Source: an optimization exercise on an open RTL-to-GDS flow (aim: small area and a short achievable clock period). Production flows keep margins and buffers that such runs may drop.
At most, simulation tests tie the RTL to the original design; equivalence was not proved.
The RTL of run 5 was laid out without a check of its function.
No activity file was given, so power comes from the tool's default toggle rates.

==> design.v <==
module vx_conv (
    input  wire        clk,
    input  wire        rst,         
    input  wire        in_valid,
    input  wire [3:0]  in_src_fmt,
    input  wire [3:0]  in_dst_fmt,
    input  wire        in_blk,      
    input  wire [7:0]  in_s1,       
    input  wire [31:0] in_s2,       
    input  wire [31:0] in_data,     
    output reg         out_valid,
    output reg  [31:0] out_data,    
    output reg         out_sat,     
    output reg         out_nan,     
    output reg         out_rsv,     
    output reg         out_scale_inv,  
    output reg         out_err      
);
    localparam [3:0] F_FP32  = 4'h0, F_BF16 = 4'h1, F_FP16 = 4'h2,
                     F_FP8E4 = 4'h3, F_FP8E5 = 4'h4, F_INT8 = 4'h5,
                     F_FP4   = 4'h6, F_INT4  = 4'h7, F_T2   = 4'hA,
                     F_B1    = 4'hB;
    function [7:0] cneg8(input neg, input [7:0] x);
        integer k;
        reg any;
        begin
            any = 1'b0;
            for (k = 0; k < 8; k = k + 1) begin
                cneg8[k] = x[k] ^ (neg & any);
                any = any | x[k];
            end
        end
    endfunction
    reg        r_valid;
    reg [3:0]  r_src, r_dst;
    reg        r_scaled;    
    reg [7:0]  r_s1;
    reg [31:0] r_w;         
    reg [7:0]  r_c;         
    wire in_scaled = (in_src_fmt == F_FP4) || (in_src_fmt == F_INT4) ||
                     (in_src_fmt == F_T2) ||
                     (in_blk && ((in_src_fmt == F_FP8E4) || (in_src_fmt == F_FP8E5)));
    always @(posedge clk) begin
        if (rst) r_valid <= 1'b0;
        else     r_valid <= in_valid;
        r_src  <= in_src_fmt;
        r_dst  <= in_dst_fmt;
        r_scaled <= in_scaled;
        r_s1   <= in_s1;
        r_w    <= in_scaled ? in_s2 : in_data;
        r_c    <= in_data[7:0];
    end
    wire s_fp32 = (r_src == F_FP32);
    wire s_bf16 = (r_src == F_BF16);
    wire s_fp16 = (r_src == F_FP16);
    wire s_e4   = (r_src == F_FP8E4);
    wire s_e5   = (r_src == F_FP8E5);
    wire s_i8   = (r_src == F_INT8);
    wire s_fp4  = (r_src == F_FP4);
    wire s_i4   = (r_src == F_INT4);
    wire s_t2   = (r_src == F_T2);
    wire s_b1   = (r_src == F_B1);
    wire src_ok = !r_src[3] || (r_src[3:1] == 3'b101);
    wire dst_ok = !r_dst[3] || (r_dst[3:1] == 3'b101);
    wire err    = !src_ok || !dst_ok;
    wire scaled = r_scaled;
    wire [7:0] d8 = r_c;
    reg  [7:0]  a_ef;      
    reg  [23:0] a_sig;     
    always @* begin
        a_ef   = 8'd0;
        a_sig  = 24'd0;
        if (scaled || s_fp32) begin
            a_ef  = r_w[30:23];
            a_sig = {1'b0, r_w[22:0]};
        end else if (s_bf16) begin
            a_ef  = r_w[14:7];
            a_sig = {1'b0, r_w[6:0], 16'd0};
        end else if (s_fp16) begin
            a_ef  = {3'd0, r_w[14:10]};
            a_sig = {1'b0, r_w[9:0], 13'd0};
        end else if (s_e4) begin
            a_ef  = {4'd0, d8[6:3]};
            a_sig = {1'b0, d8[2:0], 20'd0};
        end else if (s_e5) begin
            a_ef  = {3'd0, d8[6:2]};
            a_sig = {1'b0, d8[1:0], 21'd0};
        end else if (s_i8) begin
            a_sig = {cneg8(d8[7], d8), 16'd0};
        end else begin  
            a_sig = {1'b1, 23'd0};
        end
    end
    wire        a_h  = (a_ef != 8'd0);
    wire [23:0] a_v  = a_sig | {a_h, 23'd0};
    wire [7:0]  a_e1 = {a_ef[7:1], a_ef[0] | (!a_h && !s_i8 && !s_b1)};
    reg  [4:0]  lza;
    integer     i;
    always @* begin
        lza = 5'd0;
        for (i = 0; i < 24; i = i + 1)
            if (a_v[i]) lza = 5'd23 - i[4:0];
    end
    wire        a_zero = (a_v == 24'd0);
    wire [23:0] a_n    = a_v << lza;
    reg  [3:0]  c_sig;
    reg  [4:0]  c_e1;      
    always @* begin
        c_sig = 4'd0;
        c_e1  = 5'd0;
        if (s_e4) begin
            c_sig = {d8[6:3] != 4'd0, d8[2:0]};
            c_e1  = {1'b0, d8[6:4], d8[3] | (d8[6:3] == 4'd0)};
        end else if (s_e5) begin
            c_sig = {1'b0, d8[6:2] != 5'd0, d8[1:0]};
            c_e1  = {d8[6:3], d8[2] | (d8[6:2] == 5'd0)};
        end else if (s_fp4) begin
            c_sig = {2'b00, d8[2:1] != 2'd0, d8[0]};
            c_e1  = {3'd0, d8[2], d8[1] | !d8[2]};
        end else if (s_i4) begin
            c_sig = cneg8(d8[3], {4'd0, d8[3:0]});
        end else begin  
            c_sig = {3'd0, d8[0]};
        end
    end
    wire [3:0]  s1_sig = {r_s1[6:3] != 4'd0, r_s1[2:0]};
    wire [3:0]  s1_e1  = {r_s1[6:4], r_s1[3] | (r_s1[6:3] == 4'd0)};
    wire [7:0]  b_v = c_sig * s1_sig;
    reg  [2:0]  lzb;
    always @* begin
        lzb = 3'd0;
        for (i = 0; i < 8; i = i + 1)
            if (b_v[i]) lzb = 3'd7 - i[2:0];
    end
    wire [7:0]  b_n = b_v << lzb;
    reg  signed [9:0] x_src;
    always @* begin
        x_src = 10'sd0;
        if (scaled) begin
            if (s_e4)       x_src = 10'sd127 + 10'sd13;
            else if (s_e5)  x_src = 10'sd127 + 10'sd20;
            else if (s_fp4) x_src = 10'sd127 + 10'sd5;
            else            x_src = 10'sd127 + 10'sd3;
        end else if (s_fp32 || s_bf16) x_src = 10'sd127;
        else if (s_fp16 || s_e5)       x_src = 10'sd15;
        else if (s_e4)                 x_src = 10'sd7;
        else if (s_i8)                 x_src = -10'sd7;
        else                           x_src = 10'sd0;
    end
    wire [4:0]  c_x  = scaled ? c_e1 : 5'd0;
    wire [3:0]  s1_x = scaled ? s1_e1 : 4'd0;
    wire [2:0]  lzb_x = scaled ? lzb : 3'd0;
    wire signed [9:0] xk = x_src - $signed({2'b00, a_e1}) - $signed({5'd0, c_x})
                         - $signed({6'd0, s1_x});
    wire d_nan32 = (r_w[30:23] == 8'hFF) && (r_w[22:0] != 23'd0);
    wire d_inf32 = (r_w[30:23] == 8'hFF) && (r_w[22:0] == 23'd0);
    wire d_nanbf = (r_w[14:7] == 8'hFF) && (r_w[6:0] != 7'd0);
    wire d_infbf = (r_w[14:7] == 8'hFF) && (r_w[6:0] == 7'd0);
    wire d_nan16 = (r_w[14:10] == 5'h1F) && (r_w[9:0] != 10'd0);
    wire d_inf16 = (r_w[14:10] == 5'h1F) && (r_w[9:0] == 10'd0);
    wire d_nane4 = (d8[6:0] == 7'h7F);
    wire d_nane5 = (d8[6:2] == 5'h1F) && (d8[1:0] != 2'd0);
    wire d_infe5 = (d8[6:2] == 5'h1F) && (d8[1:0] == 2'd0);
    reg c_nan, c_inf, c_sign;
    always @* begin
        c_nan  = 1'b0;
        c_inf  = 1'b0;
        c_sign = 1'b0;
        case (r_src)
            F_FP32:  begin c_nan = d_nan32; c_inf = d_inf32; c_sign = r_w[31]; end
            F_BF16:  begin c_nan = d_nanbf; c_inf = d_infbf; c_sign = r_w[15]; end
            F_FP16:  begin c_nan = d_nan16; c_inf = d_inf16; c_sign = r_w[15]; end
            F_FP8E4: begin c_nan = d_nane4; c_sign = d8[7]; end
            F_FP8E5: begin c_nan = d_nane5; c_inf = d_infe5; c_sign = d8[7]; end
            F_INT8:  c_sign = d8[7];
            F_FP4:   c_sign = d8[3];
            F_INT4:  c_sign = d8[3];
            F_T2:    c_sign = (d8[1:0] == 2'b11);
            F_B1:    c_sign = ~d8[0];
            default: ;
        endcase
    end
    wire c_rsv  = s_t2 && (d8[1:0] == 2'b10);
    wire s1_zero    = (r_s1 == 8'h00);
    wire s1_invalid = r_s1[7] || (r_s1 == 8'h7F);
    wire s2_nan  = (r_w[30:23] == 8'hFF) && (r_w[22:0] != 23'd0);
    wire s2_inf  = (r_w[30:23] == 8'hFF) && (r_w[22:0] == 23'd0);
    wire s2_zero = (r_w[30:0] == 31'd0);
    wire c_zero  = (c_sig == 4'd0);
    reg v_nan, v_inf, v_sign, v_zero, v_sinv;
    always @* begin
        v_sinv = 1'b0;
        if (!scaled) begin
            v_nan  = c_nan;
            v_inf  = c_inf;
            v_sign = c_sign;
            v_zero = a_zero;
        end else if (s1_zero) begin
            v_nan  = 1'b0;
            v_inf  = 1'b0;
            v_sign = 1'b0;
            v_zero = 1'b1;
        end else if (s1_invalid) begin
            v_nan  = 1'b1;
            v_inf  = 1'b0;
            v_sign = 1'b0;
            v_zero = 1'b0;
            v_sinv = 1'b1;
        end else begin
            v_nan  = c_nan || s2_nan || (c_inf && s2_zero) || (s2_inf && c_zero);
            v_inf  = c_inf || s2_inf;
            v_sign = c_sign ^ r_w[31];
            v_zero = c_zero || s2_zero;
        end
    end
    reg        p2_valid;
    reg [22:0] p2_a;
    reg [6:0]  p2_b;
    reg signed [9:0] p2_k;
    reg [4:0]  p2_lza;
    reg [2:0]  p2_lzb;
    reg [3:0]  p2_dst;
    reg        p2_nan, p2_inf, p2_sign, p2_zero, p2_sinv, p2_rsv, p2_err;
    always @(posedge clk) begin
        if (rst) p2_valid <= 1'b0;
        else     p2_valid <= r_valid;
        p2_a    <= a_n[22:0];
        p2_b    <= scaled ? b_n[6:0] : 7'd0;
        p2_k    <= xk;
        p2_lza  <= lza;
        p2_lzb  <= lzb_x;
        p2_dst  <= r_dst;
        p2_nan  <= v_nan;
        p2_inf  <= v_inf;
        p2_sign <= v_sign;
        p2_zero <= v_zero;
        p2_sinv <= v_sinv;
        p2_rsv  <= c_rsv;
        p2_err  <= err;
    end
    wire [31:0] prod = {1'b1, p2_a} * {1'b1, p2_b};
    wire        p31  = prod[31];
    wire [4:0]  t_mb =
        (p2_dst == F_FP32)  ? 5'd23 :
        (p2_dst == F_BF16 || p2_dst == F_INT8) ? 5'd7 :
        (p2_dst == F_FP16)  ? 5'd10 :
        (p2_dst == F_FP8E4 || p2_dst == F_INT4) ? 5'd3 :
        (p2_dst == F_FP8E5) ? 5'd2 :
        (p2_dst == F_FP4 || p2_dst == F_T2) ? 5'd1 : 5'd0;
    wire signed [9:0] x_emin =
        (p2_dst == F_FP32 || p2_dst == F_BF16)  ? -10'sd126 :
        (p2_dst == F_FP16 || p2_dst == F_FP8E5) ? -10'sd14  :
        (p2_dst == F_FP8E4) ? -10'sd6 :
        (p2_dst == F_INT8)  ? 10'sd7  :
        (p2_dst == F_INT4)  ? 10'sd3  :
        (p2_dst == F_T2)    ? 10'sd1  : 10'sd0;
    wire signed [9:0] p2_x = p2_k + x_emin + $signed({5'd0, p2_lza}) + $signed({7'd0, p2_lzb});
    wire [4:0]  t_base = 5'd23 - t_mb;
    wire [4:0]  t_base1 = 5'd24 - t_mb;
    wire [5:0]  sdd  = {1'b0, p2_x[4:0]} + {1'b0, t_base};
    wire        sub  = !p2_x[9] && (p2_x[8:0] != 9'd0);
    wire [4:0]  s_sub = ((p2_x[8:5] != 4'd0) || sdd[5]) ? 5'd31 : sdd[4:0];
    wire [4:0]  s_sh = sub ? s_sub : (p31 ? t_base1 : t_base);
    reg        p3_valid;
    reg [25:0] p3_x;
    reg        p3_st;
    reg [4:0]  p3_sh;
    reg signed [9:0] p3_xe;
    reg [3:0]  p3_dst;
    reg        p3_nan, p3_inf, p3_sign, p3_zero, p3_sinv, p3_rsv, p3_err;
    always @(posedge clk) begin
        if (rst) p3_valid <= 1'b0;
        else     p3_valid <= p2_valid;
        p3_x     <= prod[31:6];
        p3_st    <= |prod[5:0];
        p3_sh    <= s_sh;
        p3_xe    <= p2_x;
        p3_dst   <= p2_dst;
        p3_nan   <= p2_nan;
        p3_inf   <= p2_inf;
        p3_sign  <= p2_sign;
        p3_zero  <= p2_zero;
        p3_sinv  <= p2_sinv;
        p3_rsv   <= p2_rsv;
        p3_err   <= p2_err;
    end
    wire d_w8 = (p3_dst == F_FP32) || (p3_dst == F_BF16);     
    wire d_w5 = (p3_dst == F_FP16) || (p3_dst == F_FP8E5);    
    wire d_e4 = (p3_dst == F_FP8E4);
    wire d_f4 = (p3_dst == F_FP4);
    wire        p31_3  = p3_x[25];
    reg  [9:0]  ebn;
    reg  [7:0]  ebn1;
    reg         ec;
    integer     ek;
    always @* begin
        ebn[0] = ~p3_xe[0] ^ p31_3;
        ec     = ~p3_xe[0] & p31_3;
        ebn[1] = ~(~p3_xe[1] ^ ec);
        ec     = ~p3_xe[1] | ec;
        for (ek = 2; ek < 10; ek = ek + 1) begin
            ebn[ek] = ~p3_xe[ek] ^ ec;
            ec      = ~p3_xe[ek] & ec;
        end
        ec = 1'b1;
        for (ek = 0; ek < 8; ek = ek + 1) begin
            ebn1[ek] = ebn[ek] ^ ec;
            ec       = ebn[ek] & ec;
        end
    end
    wire        x_0  = (p3_xe == 10'd0);
    wire        x_1  = (p3_xe == 10'd1);
    wire        p3_norm = p3_xe[9] || x_0 || (x_1 && p31_3);
    wire        p3_ibig = p3_xe[9] || (x_0 && p31_3);
    wire        p3_ovf0 = !ebn[9] &&
                          ((d_w8 && (ebn[8] || (ebn[7:0] == 8'hFF))) ||
                           (d_w5 && ((ebn[8:5] != 4'd0) || (ebn[4:0] == 5'h1F))) ||
                           (d_e4 && (ebn[8:4] != 5'd0)) ||
                           (d_f4 && (ebn[8:2] != 7'd0)));
    wire        p3_eqm  = !ebn[9] &&
                          ((d_w8 && (ebn[8:0] == 9'd254)) ||
                           (d_w5 && (ebn[8:0] == 9'd30)) ||
                           (d_e4 && (ebn[8:0] == 9'd15)) ||
                           (d_f4 && (ebn[8:0] == 9'd3)));
    wire [25:0] xs = p3_x >> p3_sh;
    wire [25:0] lost_mask = ~(26'h3FFFFFF << p3_sh);
    wire        stick = p3_st || |(p3_x & lost_mask);
    wire [24:0] rq    = xs[25:1];
    wire        rbit  = xs[0];
    wire        r_up  = rbit & (stick | rq[0]);
    reg  [24:0] rqi;
    reg  [4:0]  blk_all;
    reg         cblk, cin;
    integer     bi, bj;
    always @* begin
        for (bi = 0; bi < 5; bi = bi + 1)
            blk_all[bi] = &rq[5*bi +: 5];
        cblk = r_up;
        for (bi = 0; bi < 5; bi = bi + 1) begin
            cin = cblk;
            for (bj = 0; bj < 5; bj = bj + 1) begin
                rqi[5*bi+bj] = rq[5*bi+bj] ^ cin;
                cin = cin & rq[5*bi+bj];
            end
            cblk = cblk & blk_all[bi];
        end
    end
    reg         carry, hid;
    always @* begin
        carry = 1'b0;
        hid   = 1'b0;
        case (p3_dst)
            F_FP32:  begin carry = rqi[24]; hid = rqi[23]; end
            F_BF16:  begin carry = rqi[8];  hid = rqi[7];  end
            F_FP16:  begin carry = rqi[11]; hid = rqi[10]; end
            F_FP8E4: begin carry = rqi[4];  hid = rqi[3];  end
            F_FP8E5: begin carry = rqi[3];  hid = rqi[2];  end
            F_FP4:   begin carry = rqi[2];  hid = rqi[1];  end
            default: ;
        endcase
    end
    wire [7:0]  fe         = carry ? ebn1 : ebn[7:0];
    wire [7:0]  f_ebits    = p3_norm ? fe : {7'd0, hid};
    wire        f_ovf      = !p3_zero && p3_norm &&
                             (p3_ovf0 || (p3_eqm && (carry ||
                              ((p3_dst == F_FP8E4) && (rqi[2:0] == 3'b111)))));
    wire        i_big3 = p3_ibig;
    wire [8:0]  i_mag  = rqi[8:0];
    wire        i_gt127 = i_mag[8] || i_mag[7];
    wire        i_gt128 = i_mag[8] || (i_mag[7] && (i_mag[6:0] != 7'd0));
    wire        i_gt7   = (i_mag[8:3] != 6'd0);
    wire        i_gt8   = (i_mag[8:4] != 5'd0) || (i_mag[3] && (i_mag[2:0] != 3'd0));
    wire        i_gt1   = (i_mag[8:1] != 8'd0);
    wire [7:0]  i4_neg = cneg8(p3_sign, {4'd0, i_mag[3:0]});
    reg  [31:0] res;
    reg         sat, nanev;
    always @* begin
        res   = 32'd0;
        sat   = 1'b0;
        nanev = 1'b0;
        case (p3_dst)
            F_FP32: begin
                if (p3_nan)       res = 32'h7FC00000;
                else if (p3_inf)  res = {p3_sign, 8'hFF, 23'd0};
                else if (f_ovf)  begin res = {p3_sign, 8'hFE, 23'h7FFFFF}; sat = 1'b1; end
                else if (p3_zero) res = {p3_sign, 31'd0};
                else             res = {p3_sign, f_ebits, rqi[22:0]};
            end
            F_BF16: begin
                if (p3_nan)       res = 32'h7FC0;
                else if (p3_inf)  res = {16'd0, p3_sign, 8'hFF, 7'd0};
                else if (f_ovf)  begin res = {16'd0, p3_sign, 8'hFE, 7'h7F}; sat = 1'b1; end
                else if (p3_zero) res = {16'd0, p3_sign, 15'd0};
                else             res = {16'd0, p3_sign, f_ebits, rqi[6:0]};
            end
            F_FP16: begin
                if (p3_nan)       res = 32'h7E00;
                else if (p3_inf)  res = {16'd0, p3_sign, 5'h1F, 10'd0};
                else if (f_ovf)  begin res = {16'd0, p3_sign, 5'h1E, 10'h3FF}; sat = 1'b1; end
                else if (p3_zero) res = {16'd0, p3_sign, 15'd0};
                else             res = {16'd0, p3_sign, f_ebits[4:0], rqi[9:0]};
            end
            F_FP8E4: begin
                if (p3_nan)       res = 32'h7F;
                else if (p3_inf || f_ovf) begin res = {24'd0, p3_sign, 7'h7E}; sat = 1'b1; end
                else if (p3_zero) res = {24'd0, p3_sign, 7'd0};
                else             res = {24'd0, p3_sign, f_ebits[3:0], rqi[2:0]};
            end
            F_FP8E5: begin
                if (p3_nan)       res = 32'h7E;
                else if (p3_inf)  res = {24'd0, p3_sign, 5'h1F, 2'd0};
                else if (f_ovf)  begin res = {24'd0, p3_sign, 5'h1E, 2'h3}; sat = 1'b1; end
                else if (p3_zero) res = {24'd0, p3_sign, 7'd0};
                else             res = {24'd0, p3_sign, f_ebits[4:0], rqi[1:0]};
            end
            F_FP4: begin
                if (p3_nan)       begin res = 32'h0; nanev = 1'b1; end
                else if (p3_inf || f_ovf) begin res = {28'd0, p3_sign, 3'h7}; sat = 1'b1; end
                else if (p3_zero) res = {28'd0, p3_sign, 3'd0};
                else             res = {28'd0, p3_sign, f_ebits[1:0], rqi[0]};
            end
            F_INT8: begin
                if (p3_nan) begin res = 32'h0; nanev = 1'b1; end
                else if (p3_inf || (!p3_zero && (i_big3 ||
                         (!p3_sign && i_gt127) || (p3_sign && i_gt128)))) begin
                    res = p3_sign ? 32'h80 : 32'h7F;
                    sat = 1'b1;
                end else if (p3_zero) res = 32'h0;
                else res = {24'd0, cneg8(p3_sign, i_mag[7:0])};
            end
            F_INT4: begin
                if (p3_nan) begin res = 32'h0; nanev = 1'b1; end
                else if (p3_inf || (!p3_zero && (i_big3 ||
                         (!p3_sign && i_gt7) || (p3_sign && i_gt8)))) begin
                    res = p3_sign ? 32'h8 : 32'h7;
                    sat = 1'b1;
                end else if (p3_zero) res = 32'h0;
                else res = {28'd0, i4_neg[3:0]};
            end
            F_T2: begin
                if (p3_nan) begin res = 32'h0; nanev = 1'b1; end
                else if (p3_inf || (!p3_zero && (i_big3 || i_gt1))) begin
                    res = p3_sign ? 32'h3 : 32'h1;
                    sat = 1'b1;
                end else if (p3_zero || i_mag == 9'd0) res = 32'h0;
                else res = p3_sign ? 32'h3 : 32'h1;
            end
            F_B1: begin
                if (p3_nan) begin res = 32'h1; nanev = 1'b1; end
                else begin
                    res = (p3_sign && !p3_zero) ? 32'h0 : 32'h1;
                    sat = p3_inf;
                end
            end
            default: ;
        endcase
    end
    always @(posedge clk) begin
        if (rst) out_valid <= 1'b0;
        else     out_valid <= p3_valid;
        out_data      <= p3_err ? 32'd0 : res;
        out_sat       <= !p3_err && sat;
        out_nan       <= !p3_err && nanev;
        out_rsv       <= !p3_err && p3_rsv;
        out_scale_inv <= !p3_err && p3_sinv;
        out_err       <= p3_err;
    end
endmodule
==> constraint.sdc <==
create_clock -name core_clock -period 28.0 [get_ports {clk}]
set_input_delay 5.6000 -clock core_clock [delete_from_list [all_inputs] [get_ports {clk}]]
set_output_delay 5.6000 -clock core_clock [all_outputs]
set_load 0.01 [all_outputs]
==> flow/run.sh <==
#!/bin/bash
# Layout flow: the standard flow (standard synthesis, floorplan, place,
# CTS, route), except that the port buffers that global placement inserts
# on every input and output are the small sky130_fd_sc_hd__buf_1 instead of
# the flow's default pick (a clkdlybuf4s50 delay cell).
# Each tool's full output is kept under orfs/logs/; the make output is in
# flow_make.log in this folder.
set -euo pipefail
echo 'export BUFFER_PORTS_ARGS = -buffer_cell sky130_fd_sc_hd__buf_1' >> config.mk
bash standard.sh finish > flow_make.log 2>&1
==> config.mk <==
export PLATFORM = sky130hd
export DESIGN_NAME = vx_conv
export DESIGN_NICKNAME = vx_conv
export VERILOG_FILES = /design/flow/design.v
export SDC_FILE = /design/flow/constraint.sdc
export NUM_CORES = 4
export LEC_CHECK = 0
export ABC_AREA = 1
export ABC_CLOCK_PERIOD_IN_PS = 10000
export CAP_MARGIN = 20
export CORE_MARGIN = 2
export CORE_UTILIZATION = 40
export CTS_CLUSTER_DIAMETER = 100
export CTS_CLUSTER_SIZE = 30
export SLEW_MARGIN = 20
export BUFFER_PORTS_ARGS = -buffer_cell sky130_fd_sc_hd__buf_1
==> standard.sh <==
#!/bin/bash
# synth_recipe.tcl (not shown) runs the flow's synth.tcl, then flattens the netlist and writes it again
# the make line also repeats each setting of config.mk as NAME=value (left out here)
make -C /OpenROAD-flow-scripts/flow DESIGN_CONFIG=/design/flow/config.mk WORK_HOME=/design/flow/orfs CLKGATE_MAP_FILE= SYNTH_SCRIPT=/design/flow/synth_recipe.tcl "${@:-finish}"
==> impl_metrics.json, run 1 <==
{
  "hold_violations": 0,
  "drive_gt1_share_pct": 5.02,
  "yosys_warnings": 1,
  "start_util_pct": 40.6,
  "ant_nets": 0,
  "max_freq_mhz": 151,
  "tns_ps": 0,
  "ioPinCount": 122,
  "synth-main-ff-cell": "dfxtp_1",
  "gp_congestion": 0.933,
  "via_count": 17700,
  "path_max_fanout": 1,
  "end_kind": "output pin",
  "finalInstanceArea_mm2": 0.0209,
  "placed_area_mm2": 0.0204,
  "final_cells": 3426,
  "slew_viol_final": 0,
  "grt_pass1_wl_mm": 88.5,
  "cpPeakStageDelay_ps": 330,
  "cp.required_ps": 22400,
  "place_hpwl_mm": 43.6,
  "drc": 0,
  "dieArea_mm2": 0.0504,
  "cp_top_family": "flip-flops",
  "viasPerCell": 5.17,
  "cap_violations": 0,
  "finalCritPeriodShare_pct": 23.6,
  "clkSinkCount": 210,
  "post-route-min-period_ps": 6610,
  "first_iter_violations": 1260,
  "clock_latency_ps": 530,
  "cpMaxStageDelayCell": "dfxtp_1",
  "routedWlPerCell_um": 15.7,
  "synth_edf_count": 0,
  "areaGrowthSynthToFinish_pct": 7.39,
  "cp-start-kind": "register",
  "setup_viol": 0,
  "die_x_um": 224,
  "r2r_start": "p3_sh[1]",
  "syn_inst": 2726,
  "seq_area_frac_synth_pct": 21.6,
  "grt_max_degree": 46,
  "ys_ff_latch": 210,
  "cts.path.max_buffers": 3,
  "status": "complete, no violations",
  "wl_mm": 53.9,
  "grt_pass1_vias": 17500,
  "slew_headroom_pct": 30.6,
  "holdPathEnd": "p3_rsv",
  "fin_nets": 3178,
  "tightest_slew_ps": 1040,
  "synth_nets": 3101,
  "fin_total_pwr_mw": 1.40,
  "cts_setup_buffers": 0,
  "grt_util_all_layers_pct": 21.5,
  "worst_hold_path_type": "register to register",
  "power.leakage_nw": 10.5,
  "holdPathStages": 0,
  "dr.pass1.iters": 5,
  "cts_resized": 0,
  "synthArstFlopShare_pct": 0,
  "setup_slack_ps": 21390,
  "overflow": 0,
  "syn_area_mm2": 0.0194,
  "ff2ff_path_depth": 27,
  "io_buffers": 121,
  "numCtsBuffers": 14,
  "path_buf_inv": 1,
  "holdWs_ps": 334,
  "num_rows": 80,
  "clockRootBuffer": "clkbuf_16",
  "reg2reg_slack_ps": 21920,
  "clkTransAtPathRegs_ps": 100,
  "r2r-end": "out_data[4]",
  "holdBufCountCts": 0,
  "synth_cell_types": 62,
  "rsz0062_at_grt": "false",
  "avgSynthCellArea_um2": 7.13,
  "vdd_drop_max_mv": 0.0422,
  "cp.arrival_ps": 1010,
  "dp.cells": 3402,
  "fin_util_pct": 43.6,
  "dieHeight_um": 224,
  "antenna_found_initial": 0,
  "path_cells": "buf_1",
  "cts_htree_levels": 1,
  "finClkSkew_ps": 44.6,
  "power_density_mw_per_mm2": 67.1,
  "crit_type": "register to output pin",
  "coreArea_mm2": 0.0478,
  "dp_worst_setup_slack_ps": 21010,
  "min_from": "p2_rsv",
  "diodes": 0,
  "cts_tree": "done"
}
-- cells in the final DEF, fill, tap and decap left out, drive strengths merged, types with 3 or more instances in the layout --
| master | n |
|---|---|
| o22ai | 22 |
| a311oi | 4 |
| buf | 133 |
| o21a | 4 |
| a211oi | 4 |
| inv | 551 |
| clkbuf | 16 |
| nor4 | 13 |
| o2111ai | 6 |
| xor2 | 40 |
| nand2 | 593 |
| nor2 | 222 |
| a31oi | 15 |
| o21bai | 5 |
| a22oi | 6 |
| nand4 | 21 |
| fa | 155 |
| or2 | 4 |
| clkinv | 5 |
| mux2 | 32 |
| nor3 | 38 |
| ha | 136 |
| o21ai | 185 |
| o221ai | 10 |
| xnor2 | 16 |
| o31ai | 4 |
| o211ai | 13 |
| a21oi | 130 |
| a221oi | 5 |
| a21boi | 3 |
| nand3 | 189 |
| mux2i | 6 |
| dfxtp | 210 |
-- area by class of cell --
class | instances | area, um2
Multi-Input combinational cell | 1894 | 12800
Clock inverter | 8 | 110
Sequential cell | 210 | 4200
Tap cell | 615 | 769
Clock buffer | 16 | 389
Timing Repair Buffer | 133 | 544
Fill cell | 4993 | 27000
Inverter | 550 | 2070
-- sequential cells by signal (all words and copies together), names as in the netlist, 3 cells and up --
register / flops
p2_a: 23
r_src: 4
p2_lzb: 3
p3_x: 26
p2_dst: 4
p3_xe: 10
r_dst: 4
p3_dst: 4
p2_lza: 5
r_s1: 8
out_data: 32
p2_b: 7
r_w: 32
p3_sh: 5
r_c: 8
p2_k: 10
-- worst register-to-register path, cell delays in order (launching register included) --
cell and delay, ps:
dfxtp_1 910, inv_2 360, o21ai_0 540, inv_1 70, o21ai_0 400, nor3_1 80, nor4_1 200, inv_1 100
nand3_1 90, nor3_1 70, ha_1 210, ha_1 200, ha_1 210, ha_1 340, a21oi_1 130, o21ai_0 100
a21oi_1 170, nand2_2 140, inv_2 180, o21ai_1 90, nand2_1 60, nand2_1 60, nand2_2 450, nand2_1 250
nor2_2 270, o21ai_0 110, a21oi_1 130, a21oi_1 80
-- metal layers --
metal	GRT usage [%]	vias to the layer above	wire (um)
met4	6.69	0	1560
met5	0	-	0
li1	-	8804	-
met3	1.91	96	2320
met2	37.2	482	25600
met1	28.4	8315	24400
-- Yosys cell counts, drive strengths merged, types with 38 or more instances --
cell type | instances | area share [%]
inv | 546 | 11
dfxtp | 210 | 22
nor2 | 222 | 4.6
a21oi | 130 | 3.4
nand2 | 593 | 12
nor3 | 38 | 1.0
buf | 40 | 1.4
nand3 | 189 | 4.9
ha | 136 | 8.8
o21ai | 185 | 4.8
xor2 | 40 | 1.8
fa | 155 | 16
-- cells by family (layout without fill, tap and decap cells) --
logic type               count (synthesis)  in the layout  synth area share (%)
AND/OR/NAND/NOR                       1082           1082                  23.7
buffers and inverters                  622            707                  12.6
AO/OA/AOI/OAI                          427            427                  12.6
adder cells (fa/ha/maj)                291            291                  24.7
flip-flops                             210            210                  21.6
XOR/XNOR                                56             56                  2.56
multiplexers                            38             38                  2.16
-- how the worst max path moves through the flow --
stage	endpoint	start	cells after the start	slack [ps]
CTS	out_data[11]	out_data[11]	1	21340
detailed placement	r_w[10]	in_src_fmt[0]	5	21010
global route	out_data[4]	p3_sh[1]	27	21200
finish	out_data[2]	out_data[2]	1	21390
global placement	r_w[17]	in_src_fmt[0]	5	21040
floorplan	r_w[10]	in_src_fmt[0]	5	20960
-- report_power, final --
group / switching (mW) / leakage (nW) / total (mW) / internal, mW
sequential: 0.0631 / 1.74 / 0.417 / 0.354
clock: 0.121 / 0.236 / 0.229 / 0.108
combinational: 0.494 / 8.52 / 0.756 / 0.262
total: 0.677 / 10.5 / 1.40 / 0.724
==> run 2: changes to the inputs <==
--- a/config.mk
+++ b/config.mk
@@ -14,2 +14,3 @@
 export CTS_CLUSTER_SIZE = 30
+export PLACE_DENSITY = 0.75
 export SLEW_MARGIN = 20
==> impl_metrics.json, run 2 <==
{
  "dieHeight_um": 224,
  "antenna_found_initial": 0,
  "post-route-min-period_ps": 6570,
  "cp_top_family": "flip-flops",
  "mostFrequentLayoutCells": "nand2_1 (579), inv_1 (523), dfxtp_1 (210), nor2_1 (205), nand3_1 (187)",
  "final_cells": 3418,
  "end_kind": "output pin",
  "grt_util_all_layers_pct": 19.6,
  "crit_type": "register to output pin",
  "areaGrowthSynthToFinish_pct": 6.48,
  "ff2ff_path_depth": 27,
  "finalCritPeriodShare_pct": 23.5,
  "path_buf_inv": 1,
  "power_density_mw_per_mm2": 64.5,
  "worst_hold_path_type": "register to register",
  "cpPeakStageDelay_ps": 330,
  "ioPinCount": 122,
  "yosys_warnings": 1,
  "first_iter_violations": 1480,
  "numCtsBuffers": 11,
  "slew_headroom_pct": 40.2,
  "diodes": 0,
  "synth_top_cell_by_area": "dfxtp_1",
  "cpMaxStageDelayCell": "dfxtp_1",
  "synth_nets": 3101,
  "gp_congestion": 0.977,
  "power.leakage_nw": 10.4,
  "worst-path-stages": 1,
  "io_buffers": 121,
  "max_freq_mhz": 152,
  "avgSynthCellArea_um2": 7.13,
  "holdPathStages": 0,
  "num_rows": 80,
  "clockRootBuffer": "clkbuf_16",
  "placed_area_mm2": 0.0204,
  "synth_top_area_share_pct": 21.6,
  "cp-start-kind": "register",
  "cp.arrival_ps": 970,
  "finalInstanceArea_mm2": 0.0207,
  "synthArstFlopShare_pct": 0,
  "overflow": 0,
  "start_util_pct": 40.6,
  "fin_nets": 3176,
  "path_max_fanout": 1,
  "clock_latency_ps": 490,
  "viasPerCell": 5.18,
  "die_x_um": 224,
  "top_regs": "out_data: 32 flops, r_w: 32 flops, p3_x: 26 flops",
  "grt_pass1_wl_mm": 82.2,
  "dp.cells": 3403,
  "path_cells": "buf_1",
  "cts_setup_buffers": 0,
  "final_common_cell": "nand2_1",
  "fin_total_pwr_mw": 1.34,
  "tns_ps": 0,
  "rsz0062_at_grt": "false",
  "clkTransAtPathRegs_ps": 110,
  "finClkSkew_ps": 13.2,
  "cts_htree_levels": 1,
  "tightest_slew_ps": 896,
  "synth-main-ff-cell": "dfxtp_1",
  "setup_viol": 0,
  "drive_gt1_share_pct": 4.71,
  "grt_pass1_vias": 16900,
  "hold_violations": 0,
  "wl_mm": 49.4,
  "slew_viol_final": 0,
  "syn_inst": 2726,
  "cts_resized": 0,
  "drc": 0,
  "routedWlPerCell_um": 14.5,
  "dr.pass1.iters": 6,
  "cts.path.max_buffers": 3,
  "cp.required_ps": 22400,
  "status": "complete, no violations",
  "cap_violations": 0,
  "holdWs_ps": 338,
  "ys_top_cells_by_count": "nand2_1 (579), inv_1 (523), dfxtp_1 (210)",
  "seq_area_frac_synth_pct": 21.6,
  "ant_nets": 0,
  "synth_most_common_cell": "nand2_1",
  "clkSinkCount": 210,
  "ys_ff_latch": 210,
  "cts_tree": "done",
  "via_count": 17700,
  "synth_cell_types": 62,
  "ys_top_cells_by_area": "dfxtp_1 (22%), fa_1 (16%), nand2_1 (11%)",
  "dieArea_mm2": 0.0504,
  "coreArea_mm2": 0.0478,
  "place_hpwl_mm": 39.8,
  "holdBufCountCts": 0,
  "syn_area_mm2": 0.0194,
  "synth_edf_count": 0,
  "vdd_drop_max_mv": 0.0443,
  "grt_max_degree": 46
}
run 2: worst paths after layout:
kind                                   start  slack, ps            to
worst max register to register      p3_sh[1]      21690   out_data[5]
worst min-delay path                  p2_err        340        p3_err
worst max-delay path            out_data[23]      21430  out_data[23]
worst min register to register        p2_err        340        p3_err
run 2: area by class of cell:
type	instances	area (um2)
well taps	615	769
inverters	550	2070
fillers	4888	27100
repair buffers	134	552
clock inverters	3	36.3
clock buffers	12	279
multi-input cells	1894	12800
flip-flops and latches	210	4200
run 2: where the power goes:
group          internal, mW  total (mW)  switching [mW]
Sequential            0.354       0.415          0.0617
Clock                0.0749       0.176           0.101
Combinational         0.262       0.745           0.483
run 2: cell families (layout without fill, tap and decap cells):
family / Yosys count / count (layout) / synth area share [%]
AO/OA/AOI/OAI: 427 / 427 / 12.6
multiplexers: 38 / 38 / 2.16
flip-flops: 210 / 210 / 21.6
AND/OR/NAND/NOR: 1082 / 1082 / 23.7
XOR/XNOR: 56 / 56 / 2.56
buffers and inverters: 622 / 699 / 12.6
adder cells (fa/ha/maj): 291 / 291 / 24.7
run 2: metrics by stage:
step,worst slack [ps],util (%)
after floorplan,20960,-
after global placement,21020,42.6
after detailed placement,20980,42.6
after CTS,21410,43.3
after global routing,21210,43.3
final,21430,43.3
run 2: layer usage:
metal | vias up | share of wire [%] | track usage [%]
met5 | - | 0 | 0
met1 | 8198 | 45 | 26.3
met4 | 0 | 2.7 | 5.32
met2 | 632 | 46 | 33.5
li1 | 8804 | - | -
met3 | 88 | 5.6 | 2.08
==> run 3: changes to the inputs <==
--- a/config.mk
+++ b/config.mk
@@ -12,5 +12,5 @@
 export CORE_UTILIZATION = 40
-export CTS_CLUSTER_DIAMETER = 100
+export CTS_CLUSTER_DIAMETER = 60
 export CTS_CLUSTER_SIZE = 30
-export PLACE_DENSITY = 0.75
+export PLACE_DENSITY = 0.9
 export SLEW_MARGIN = 20
==> impl_metrics.json, run 3 <==
{
  "status": "complete, no violations",
  "synth_top_area_share_pct": 21.6,
  "routedWlPerCell_um": 14.6,
  "finalCritPeriodShare_pct": 23.6,
  "power.leakage_nw": 10.5,
  "num_rows": 80,
  "clkTransAtPathRegs_ps": 80,
  "wl_mm": 50.2,
  "finalInstanceArea_mm2": 0.0210,
  "coreArea_mm2": 0.0478,
  "grtUsageMet1_pct": 24.9,
  "clock_latency_ps": 530,
  "slew_viol_final": 0,
  "end_kind": "output pin",
  "p_sw_uw": 678,
  "yosys_warnings": 1,
  "synth_top_cell_by_area": "dfxtp_1",
  "place_hpwl_mm": 40.5,
  "synth-main-ff-cell": "dfxtp_1",
  "holdBufCountCts": 0,
  "tns_ps": 0,
  "clkSinkCount": 210,
  "first_iter_violations": 1484,
  "syn_area_mm2": 0.0194,
  "path_cells": "buf_1",
  "dieHeight_um": 224,
  "grt_pass1_wl_mm": 82.6,
  "syn_inst": 2726,
  "grt_use_met3_pct": 3.59,
  "power_density_mw_per_mm2": 67.6,
  "top_regs": "out_data: 32 flops, r_w: 32 flops, p3_x: 26 flops",
  "ys_ff_latch": 210,
  "dp_worst_setup_slack_ps": 20970,
  "ys_top_cells_by_area": "dfxtp_1 (22%), fa_1 (16%), nand2_1 (11%)",
  "final_common_cell": "nand2_1",
  "drive_gt1_share_pct": 5.15,
  "ioPinCount": 122,
  "path_buf_inv": 1,
  "synth_most_common_cell": "nand2_1",
  "diodes": 0,
  "met2_usage_pct": 33.9,
  "drc": 0,
  "synthArstFlopShare_pct": 0,
  "cts_tree": "done",
  "cap_violations": 0,
  "avgSynthCellArea_um2": 7.13,
  "numCtsBuffers": 16,
  "finClkSkew_ps": 27.2,
  "seq_area_frac_synth_pct": 21.6,
  "cts.path.max_buffers": 3,
  "vdd_drop_max_mv": 0.0541,
  "grt_max_degree": 46,
  "rsz0062_at_grt": "false",
  "worst_hold_path_type": "register to register",
  "overflow": 0,
  "placed_area_mm2": 0.0204,
  "gp_congestion": 1.00,
  "areaGrowthSynthToFinish_pct": 7.78,
  "cp-start-kind": "register",
  "cpPeakStageDelay_ps": 340,
  "seq_area_mm2": 0.00420,
  "switching_share_pct": 47.9,
  "viasPerCell": 5.29,
  "max_freq_mhz": 151,
  "synth_edf_count": 0,
  "tightest_slew_ps": 898,
  "die_x_um": 224,
  "cpMaxStageDelayCell": "dfxtp_1",
  "cts_resized": 0,
  "slew_headroom_pct": 40.0,
  "antenna_found_initial": 0,
  "dieArea_mm2": 0.0504,
  "cp.required_ps": 22400,
  "path_max_fanout": 1,
  "multi_input_area_mm2": 0.0128,
  "grt_busiest_layer": "met2",
  "n_fill_cell": 4665,
  "ys_top_cells_by_count": "nand2_1 (579), inv_1 (523), dfxtp_1 (210)",
  "cp.arrival_ps": 1000,
  "cts_setup_buffers": 0,
  "clkPwrFrac_pct": 17.4,
  "synth_nets": 3101,
  "dr.pass1.iters": 8,
  "cts_htree_levels": 1,
  "grt_pass1_vias": 17300,
  "comb_power_share_pct": 53.0,
  "setup_slack_ps": 21400,
  "fin_nets": 3180,
  "synth_cell_types": 62,
  "crit_type": "register to output pin",
  "io_buffers": 121,
  "grt_util_all_layers_pct": 19.8,
  "post-route-min-period_ps": 6600,
  "seqPwrFrac_pct": 29.5,
  "hold_violations": 0,
  "p_int_uw": 738,
  "start_util_pct": 40.6,
  "cp_top_family": "flip-flops",
  "ant_nets": 0,
  "setup_viol": 0,
  "clockRootBuffer": "clkbuf_16",
  "via_count": 18200,
  "mostFrequentLayoutCells": "nand2_1 (579), inv_1 (523), dfxtp_1 (210), nor2_1 (205), nand3_1 (187)"
}
run 3: worst reg2reg max path, stage by stage (launching register included):
cell and delay, ps:
dfxtp_1 910, inv_2 370, o21ai_0 490, inv_1 70, o21ai_0 460, nor3_1 90, nor4_1 250, inv_1 110
nand3_1 90, nor3_1 70, ha_1 200, ha_1 200, ha_1 200, ha_1 330, a21oi_1 120, o21ai_0 120
a21oi_1 170, nand2_2 140, inv_2 180, o21ai_1 110, nand2_1 70, nand2_1 60, nand2_2 440, nand2_1 240
nor2_2 290, o21ai_0 110, a21oi_1 130, a21oi_1 90
run 3: final cells by class:
type | count | area share [%]
repair buffers | 133 | 2.60
flip-flops and latches | 210 | 20.1
clock inverters | 11 | 0.716
multi-input cells | 1894 | 61.1
inverters | 550 | 9.86
clock buffers | 17 | 2.03
well taps | 615 | 3.67
run 3: stage by stage:
step | utilization, % | cells | total power [mW] | hold WS (ps)
global placement | 42.6 | 3402 | 1.14 | 310
global route | 43.8 | 3430 | 1.53 | 339
CTS | 43.8 | 3430 | 1.40 | 333
finish | 43.8 | 3430 | 1.42 | 332
detailed placement | 42.6 | 3402 | 1.15 | 313
floorplan | - | 2726 | 0.978 | 310
run 3: logic make-up (layout without fill, tap and decap cells):
family,after synthesis,in the layout,synth area share (%)
buffers and inverters,622,711,12.6
XOR/XNOR,56,56,2.56
AND/OR/NAND/NOR,1082,1082,23.7
multiplexers,38,38,2.16
flip-flops,210,210,21.6
AO/OA/AOI/OAI,427,427,12.6
adder cells (fa/ha/maj),291,291,24.7
run 3: power by group through the flow:
stage / clock network (mW) / logic, mW / registers (mW)
final: 0.247 / 0.751 / 0.418
after global routing: 0.262 / 0.847 / 0.426
after CTS: 0.252 / 0.736 / 0.416
after detailed placement: 0 / 0.731 / 0.423
after global placement: 0 / 0.715 / 0.421
after floorplan: 0 / 0.585 / 0.394
run 3: metal layers:
layer  wire (um)  vias to the layer above
met2       23300                      883
met3        4190                      129
met4        1910                        0
met5           0                        -
met1       20800                     8311
li1            -                     8834
run 3: final timing paths:
check / startpoint / endpoint / slack, ps / cells after the start
max: out_data[27] / out_data[27] / 21400 / 1
min: r_dst[0] / p2_dst[0] / 330 / 0
max reg2reg: p3_sh[1] / out_data[4] / 21750 / 27
min reg2reg: r_dst[0] / p2_dst[0] / 330 / 0
==> run 4: changes to the inputs <==
--- a/design.v
+++ b/design.v
@@ -240,3 +240,32 @@
     end
-    wire [31:0] prod = {1'b1, p2_a} * {1'b1, p2_b};
+    function [63:0] csa(input [31:0] u, input [31:0] v, input [31:0] w);
+        csa = {((u & v) | (u & w) | (v & w)) << 1, u ^ v ^ w};
+    endfunction
+    wire [23:0] bx = {1'b1, p2_a};
+    wire [8:0]  by = {1'b1, p2_b, 1'b0};            
+    reg  [31:0] brow [0:3];
+    reg  [3:0]  bneg;
+    integer     bk;
+    always @* begin
+        for (bk = 0; bk < 4; bk = bk + 1) begin : booth
+            reg one, two;
+            reg [24:0] sel;
+            one = by[2*bk+1] ^ by[2*bk];
+            two = (by[2*bk+2] & ~by[2*bk+1] & ~by[2*bk]) |
+                  (~by[2*bk+2] & by[2*bk+1] & by[2*bk]);
+            bneg[bk] = by[2*bk+2];
+            sel = ({25{one}} & {1'b0, bx}) | ({25{two}} & {bx, 1'b0});
+            brow[bk] = {6'd0, ~bneg[bk], sel ^ {25{bneg[bk]}}} << (2*bk);
+        end
+    end
+    wire [31:0] pr0 = brow[0];
+    wire [31:0] pr1 = brow[1] | {31'd0, bneg[0]};
+    wire [31:0] pr2 = brow[2] | {29'd0, bneg[1], 2'd0};
+    wire [31:0] pr3 = brow[3] | {27'd0, bneg[2], 4'd0};
+    wire [31:0] pr4 = {bx, 8'd0} | {25'd0, bneg[3], 6'd0};
+    wire [63:0] pl1a = csa(pr0, pr1, pr2);
+    wire [63:0] pl1b = csa(pr3, pr4, 32'h56000000);
+    wire [63:0] pl2  = csa(pl1a[31:0], pl1a[63:32], pl1b[31:0]);
+    wire [63:0] pl3  = csa(pl2[31:0], pl2[63:32], pl1b[63:32]);
+    wire [31:0] prod = pl3[31:0] + pl3[63:32];
     wire        p31  = prod[31];
--- a/config.mk
+++ b/config.mk
@@ -12,5 +12,5 @@
 export CORE_UTILIZATION = 40
-export CTS_CLUSTER_DIAMETER = 60
+export CTS_CLUSTER_DIAMETER = 100
 export CTS_CLUSTER_SIZE = 30
-export PLACE_DENSITY = 0.9
+export PLACE_DENSITY = 0.75
 export SLEW_MARGIN = 20
==> impl_metrics.json, run 4 <==
{
  "worst-path-stages": 1,
  "post-route-min-period_ps": 6580,
  "finClkSkew_ps": 22.1,
  "overflow": 0,
  "r2r-end": "p3_x[24]",
  "holdBufCountCts": 0,
  "synth_edf_count": 0,
  "rsz0062_at_grt": "false",
  "numCtsBuffers": 13,
  "first_iter_violations": 1606,
  "yosys_warnings": 2,
  "synthArstFlopShare_pct": 0,
  "path_buf_inv": 1,
  "cts.path.max_buffers": 3,
  "routedWlPerCell_um": 15.2,
  "dieHeight_um": 221,
  "seq_area_frac_synth_pct": 22.4,
  "cp.required_ps": 22400,
  "path_max_fanout": 1,
  "cp_top_family": "flip-flops",
  "synth-main-ff-cell": "dfxtp_1",
  "ys_top_cells_by_count": "inv_1 (426), nand2_1 (418), dfxtp_1 (210)",
  "cts_tree": "done",
  "n_fill_cell": 4749,
  "drc": 0,
  "end_kind": "output pin",
  "final_common_cell": "inv_1",
  "power.leakage_nw": 9.72,
  "avgSynthCellArea_um2": 7.15,
  "coreArea_mm2": 0.0465,
  "num_rows": 79,
  "min_from": "p2_rsv",
  "tns_ps": 0,
  "cpMaxStageDelayCell": "dfxtp_1",
  "start_util_pct": 40.4,
  "vdd_drop_max_mv": 0.0536,
  "areaGrowthSynthToFinish_pct": 6.80,
  "cp-start-kind": "register",
  "fin_nets": 3011,
  "grt_pass1_wl_mm": 82.4,
  "finalCritPeriodShare_pct": 23.5,
  "die_x_um": 221,
  "synth_top_cell_by_area": "dfxtp_1",
  "fin_total_pwr_mw": 2.08,
  "diodes": 0,
  "io_buffers": 121,
  "ant_nets": 0,
  "synth_top_area_share_pct": 22.4,
  "clkSinkCount": 210,
  "status": "complete, no violations",
  "cts_htree_levels": 1,
  "dieArea_mm2": 0.0487,
  "hold_violations": 0,
  "mostFrequentLayoutCells": "inv_1 (426), nand2_1 (418), dfxtp_1 (210), nor2_1 (209), nand3_1 (208)",
  "syn_area_mm2": 0.0188,
  "ys_ff_latch": 210,
  "antenna_found_initial": 0,
  "viasPerCell": 5.40,
  "grt_util_all_layers_pct": 20.5,
  "path_cells": "buf_1",
  "ys_top_cells_by_area": "dfxtp_1 (22%), ha_1 (10%), fa_1 (9.8%)",
  "gp_congestion": 0.985,
  "setup_viol": 0,
  "startpoint": "out_data[0]",
  "wl_mm": 50.2,
  "cts_resized": 0,
  "syn_inst": 2628,
  "dp.cells": 3276,
  "cts_setup_buffers": 0,
  "dr.pass1.iters": 7,
  "cp.arrival_ps": 980,
  "reg2reg_slack_ps": 21540,
  "crit_type": "register to output pin",
  "worst_hold_path_type": "register to register",
  "via_count": 17800,
  "synth_cell_types": 65,
  "crit_end": "out_data[0]",
  "power_density_mw_per_mm2": 104,
  "synth_nets": 2955,
  "slew_viol_final": 0,
  "slew_headroom_pct": 39.2,
  "ioPinCount": 122,
  "top_regs": "out_data: 32 flops, r_w: 32 flops, p3_x: 26 flops",
  "drive_gt1_share_pct": 5.24,
  "tightest_slew_ps": 909,
  "grt_max_degree": 44,
  "clockRootBuffer": "clkbuf_16",
  "clock_latency_ps": 510,
  "max_freq_mhz": 152,
  "synth_most_common_cell": "inv_1",
  "cap_violations": 0,
  "clkTransAtPathRegs_ps": 90,
  "cpPeakStageDelay_ps": 340,
  "place_hpwl_mm": 39.8,
  "r2r_start": "p2_b[0]",
  "ff2ff_path_depth": 23,
  "grt_pass1_vias": 16900,
  "final_cells": 3297
}
[run 4: worst min-delay path by stage]
stage / end / cells past startpoint
after floorplan: p2_dst[0] / 0
after global placement: p3_err / 0
after detailed placement: p3_rsv / 0
after CTS: p3_rsv / 0
after global routing: p3_rsv / 0
final: p3_rsv / 0
[run 4: power by group]
group	internal (mW)	switching (mW)
clock network	0.0991	0.111
logic	0.546	0.903
registers	0.376	0.0502
total	1.02	1.06
[run 4: metal layers]
metal	GRT usage [%]	share of wire (%)	wire, um
met1	26.5	43	21500
met2	35.1	46	23200
met3	2.24	6.9	3490
met4	7.84	4.0	1990
met5	0	0	0
[run 4: cell families after synthesis]
kind of cell    after synthesis  share of synthesized area (%)
simple gates                957                           22.3
buf+inv                     549                           11.6
compound gates              506                           15.7
fa+ha+maj                   243                           19.9
flops                       210                           22.4
xor+xnor                    126                           5.92
mux                          37                           2.19
[run 4: per-stage QoR]
stage / utilization, % / setup WS [ps] / area [um2] / hold slack, ps
floorplan: - / 20960 / 18800 / 310
global placement: 42.3 / 21010 / 19600 / 310
detailed placement: 42.3 / 20990 / 19600 / 314
CTS: 43.2 / 21400 / 20100 / 337
global route: 43.2 / 20920 / 20100 / 344
finish: 43.2 / 21420 / 20100 / 336
[run 4: final cells by class]
type	instances	area [um2]	share of cell area, %
multi-input cells	1869	12400	61.8
flip-flops and latches	210	4200	21.0
inverters	459	1730	8.63
well taps	607	759	3.79
repair buffers	131	529	2.64
clock buffers	14	329	1.64
clock inverters	7	101	0.505
==> run 5: changes to the inputs <==
--- a/design.v
+++ b/design.v
@@ -215,5 +215,18 @@
     end
+    wire [6:0]  b_y = scaled ? b_n[6:0] : 7'd0;
+    wire [8:0]  by  = {1'b1, b_y, 1'b0};            
+    reg  [3:0]  bd_one, bd_two, bd_neg;
+    integer     bk;
+    always @* begin
+        for (bk = 0; bk < 4; bk = bk + 1) begin
+            bd_one[bk] = by[2*bk+1] ^ by[2*bk];
+            bd_two[bk] = (by[2*bk+2] & ~by[2*bk+1] & ~by[2*bk]) |
+                         (~by[2*bk+2] & by[2*bk+1] & by[2*bk]);
+            bd_neg[bk] = by[2*bk+2];
+        end
+    end
     reg        p2_valid;
     reg [22:0] p2_a;
-    reg [6:0]  p2_b;
+    reg [3:0]  p2_one, p2_two;    
+    reg [2:0]  p2_neg;
     reg signed [9:0] p2_k;
@@ -227,3 +240,5 @@
         p2_a    <= a_n[22:0];
-        p2_b    <= scaled ? b_n[6:0] : 7'd0;
+        p2_one  <= bd_one;
+        p2_two  <= bd_two;
+        p2_neg  <= bd_neg[2:0];
         p2_k    <= xk;
@@ -244,16 +259,10 @@
     wire [23:0] bx = {1'b1, p2_a};
-    wire [8:0]  by = {1'b1, p2_b, 1'b0};            
+    wire [3:0]  bneg = {1'b1, p2_neg};             
     reg  [31:0] brow [0:3];
-    reg  [3:0]  bneg;
-    integer     bk;
+    integer     bm;
     always @* begin
-        for (bk = 0; bk < 4; bk = bk + 1) begin : booth
-            reg one, two;
+        for (bm = 0; bm < 4; bm = bm + 1) begin : booth
             reg [24:0] sel;
-            one = by[2*bk+1] ^ by[2*bk];
-            two = (by[2*bk+2] & ~by[2*bk+1] & ~by[2*bk]) |
-                  (~by[2*bk+2] & by[2*bk+1] & by[2*bk]);
-            bneg[bk] = by[2*bk+2];
-            sel = ({25{one}} & {1'b0, bx}) | ({25{two}} & {bx, 1'b0});
-            brow[bk] = {6'd0, ~bneg[bk], sel ^ {25{bneg[bk]}}} << (2*bk);
+            sel = ({25{p2_one[bm]}} & {1'b0, bx}) | ({25{p2_two[bm]}} & {bx, 1'b0});
+            brow[bm] = {6'd0, ~bneg[bm], sel ^ {25{bneg[bm]}}} << (2*bm);
         end
==> impl_metrics.json, run 5 <==
{
  "cts.path.max_buffers": 3,
  "post-route-min-period_ps": 6610,
  "drive_gt1_share_pct": 4.20,
  "drc": 0,
  "n_fill_cell": 4801,
  "dr.pass1.iters": 6,
  "setup_viol": 0,
  "cts_htree_levels": 1,
  "numCtsBuffers": 13,
  "clock_latency_ps": 500,
  "cts_setup_buffers": 0,
  "synth_xor_area_share_pct": 6.23,
  "power_density_mw_per_mm2": 105,
  "cp_top_family": "flip-flops",
  "ant_nets": 0,
  "synth_top_family_by_area": "simple AND/OR/NAND/NOR gates",
  "seqPwrFrac_pct": 20.4,
  "syn_inst": 2652,
  "cpMaxStageDelayCell": "dfxtp_1",
  "grt_util_all_layers_pct": 20.2,
  "fin_nets": 3038,
  "dieArea_mm2": 0.0488,
  "overflow": 0,
  "holdPathStages": 0,
  "rsz0062_at_grt": "false",
  "ys_top_cells_by_count": "nand2_1 (444), inv_1 (441), nand3_1 (215)",
  "ys_top_cells_by_area": "dfxtp_1 (23%), ha_1 (10%), fa_1 (9.8%)",
  "synth_nets": 2979,
  "mostFrequentLayoutCells": "nand2_1 (444), inv_1 (441), nand3_1 (215), dfxtp_1 (214), nor2_1 (211)",
  "synth_simple_gate_area_share_pct": 22.3,
  "synthArstFlopShare_pct": 0,
  "grt_pass1_vias": 16700,
  "ff2ff_path_depth": 31,
  "areaGrowthSynthToFinish_pct": 7.15,
  "reg2reg_slack_ps": 21680,
  "multi_input_area_mm2": 0.0124,
  "wl_mm": 50.2,
  "ys_ff_latch": 214,
  "coreArea_mm2": 0.0465,
  "path_buf_inv": 1,
  "synth_edf_count": 0,
  "seq_area_frac_synth_pct": 22.8,
  "viasPerCell": 5.35,
  "vdd_drop_max_mv": 0.0575,
  "final_common_cell": "nand2_1",
  "tns_ps": 0,
  "finalCritPeriodShare_pct": 23.6,
  "r2r-end": "out_data[13]",
  "top_regs": "out_data: 32 flops, r_w: 32 flops, p3_x: 26 flops",
  "cpPeakStageDelay_ps": 350,
  "num_rows": 79,
  "r2r_start": "p3_sh[1]",
  "cp-start-kind": "register",
  "cp.arrival_ps": 1010,
  "synth_compound_area_share_pct": 15.3,
  "grt_max_degree": 41,
  "slew_headroom_pct": 43.3,
  "start_util_pct": 40.5,
  "end_kind": "output pin",
  "hold_violations": 0,
  "path_cells": "buf_1",
  "synth_fa_ha_area_share_pct": 19.8,
  "die_x_um": 221,
  "synth-main-ff-cell": "dfxtp_1",
  "synth_mux_area_share_pct": 2.18,
  "avgSynthCellArea_um2": 7.10,
  "cts_tree": "done",
  "clkTransAtPathRegs_ps": 110,
  "clkPwrFrac_pct": 10.0,
  "first_iter_violations": 1731,
  "synth_most_common_cell": "nand2_1",
  "diodes": 0,
  "status": "complete, no violations",
  "p_int_mw": 1.03,
  "worst_hold_path_type": "register to register",
  "seq_area_mm2": 0.00428,
  "io_buffers": 121,
  "cts_resized": 0,
  "slew_viol_final": 0,
  "p_sw_mw": 1.09,
  "synth_top_area_share_pct": 22.8,
  "cap_violations": 0,
  "yosys_warnings": 2,
  "fin_total_pwr_mw": 2.12,
  "max_freq_mhz": 151,
  "path_max_fanout": 1,
  "routedWlPerCell_um": 15.1,
  "cp.required_ps": 22400,
  "finClkSkew_ps": 20.2,
  "holdBufCountCts": 0,
  "via_count": 17800,
  "clockRootBuffer": "clkbuf_16",
  "gp_congestion": 1.03,
  "place_hpwl_mm": 39.9,
  "min_from": "p2_inf",
  "comb_power_share_pct": 69.6,
  "grt_pass1_wl_mm": 83.9,
  "syn_area_mm2": 0.0188,
  "clkSinkCount": 214,
  "dieHeight_um": 221,
  "crit_type": "register to output pin",
  "switching_share_pct": 51.5,
  "synth_top_cell_by_area": "dfxtp_1",
  "holdPathEnd": "p3_inf",
  "power.leakage_nw": 9.84,
  "tightest_slew_ps": 849,
  "ioPinCount": 122,
  "antenna_found_initial": 1,
  "synth_cell_types": 59
}
## run 5: cell count changes after synthesis, moves of 7 or more
cell,before,now
inv_1,426,441
inv_2,24,16
a21oi_2,7,0
o21ai_0,154,131
a21oi_1,116,136
xor2_1,106,114
nand2_1,418,444
nand3_1,208,215
## run 5: cell type report
type,count,share of cell area (%)
multi-input combinational,1885,61.5
sequential,214,21.2
inverter,464,8.64
tap,607,3.76
timing repair buffer,133,2.74
clock buffer,14,1.68
clock inverter,7,0.478
## run 5: worst max-delay path by stage
stage                              from      endpoint  slack, ps  cells past startpoint
after floorplan           in_src_fmt[0]       r_w[10]      20960                      5
after global placement    in_src_fmt[0]       r_w[19]      21010                      5
final                       out_data[2]   out_data[2]      21390                      1
after global routing           p3_sh[1]  out_data[13]      20900                     34
after detailed placement  in_src_fmt[0]       r_w[19]      21000                      5
after CTS                  out_data[11]  out_data[11]      21370                      1
## run 5: worst register-to-register path: cells and delay by family, from the launching register on
family,cells,cell delay [ps]
flops,1,510
buf+inv,6,1260
fa+ha+maj,4,670
simple gates,15,2770
compound gates,6,1010
## run 5: power groups by stage
stage	registers (mW)	clock network [mW]	logic [mW]
after floorplan	0.415	0	1.15
after global placement	0.439	0	1.43
after detailed placement	0.440	0	1.45
after CTS	0.432	0.217	1.47
after global routing	0.441	0.228	1.69
final	0.433	0.212	1.48
## run 5: cells by family after synthesis
family                   count (synthesis)
adder cells (fa/ha/maj)                243
AO/OA/AOI/OAI                          496
buffers and inverters                  553
multiplexers                            37
XOR/XNOR                               133
AND/OR/NAND/NOR                        976
flip-flops                             214
## run 5: layer usage
metal	GRT usage, %	up-vias	routed length, um
met5	0	-	0
met4	6.06	0	1570
met3	1.74	111	3170
met2	33.7	763	23100
met1	27.6	8098	22300
li1	-	8818	-
## run 5: through the flow
stage	instances	cell area [um2]	setup WS, ps	utilization (%)	hold slack, ps
after detailed placement	3302	19700	21000	42.5	312
after floorplan	2652	18800	20960	-	310
after global routing	3324	20200	20900	43.4	344
after global placement	3302	19700	21010	42.5	310
after CTS	3323	20200	21370	43.4	337
final	3324	20200	21390	43.4	334

## port drivers added, routing unchanged
The flow's constraints put no driver on any port. The routed layouts listed below were extracted and timed again, unchanged, in two steps.
Step 1 (the two cells are an assumption about what drives the block):
set clk [get_ports {clk}]
set_driving_cell -lib_cell sky130_fd_sc_hd__clkbuf_16 $clk
set_driving_cell -lib_cell sky130_fd_sc_hd__buf_2 [delete_from_list [all_inputs] $clk]
Step 2 times the ports against the registers' clock, not the clock port: input delays grow and output delays shrink by t, the midpoint of the rising clock arrivals with the driver on.
a / b / c = ideal / step 1 / step 2; a / b = the first two.
run | t (ns) | setup slack, ns | hold WS [ns] | latest minus earliest clock arrival (ns) | pins driven straight from the clock port
run 1 | 0.564 | 21.389 / 21.333 / 20.974 | 0.334 / 0.334 / 0.334 | 0.045 / 0.045 | 1
run 2 | 0.545 | 21.425 / 21.367 / 20.984 | 0.338 / 0.338 / 0.338 | 0.014 / 0.014 | 1
run 3 | 0.571 | 21.398 / 21.343 / 21.000 | 0.332 / 0.332 / 0.332 | 0.029 / 0.028 | 1
run 4 | 0.551 | 21.417 / 21.361 / 21.004 | 0.336 / 0.336 / 0.336 | 0.024 / 0.024 | 1
run 5 | 0.545 | 21.389 / 21.334 / 21.001 | 0.334 / 0.334 / 0.334 | 0.020 / 0.020 | 1
After both steps setup and hold are still met in every run listed. The setup slack of run 2, which loses most, moves by -0.058 ns with the drivers and by -0.441 ns with both steps.
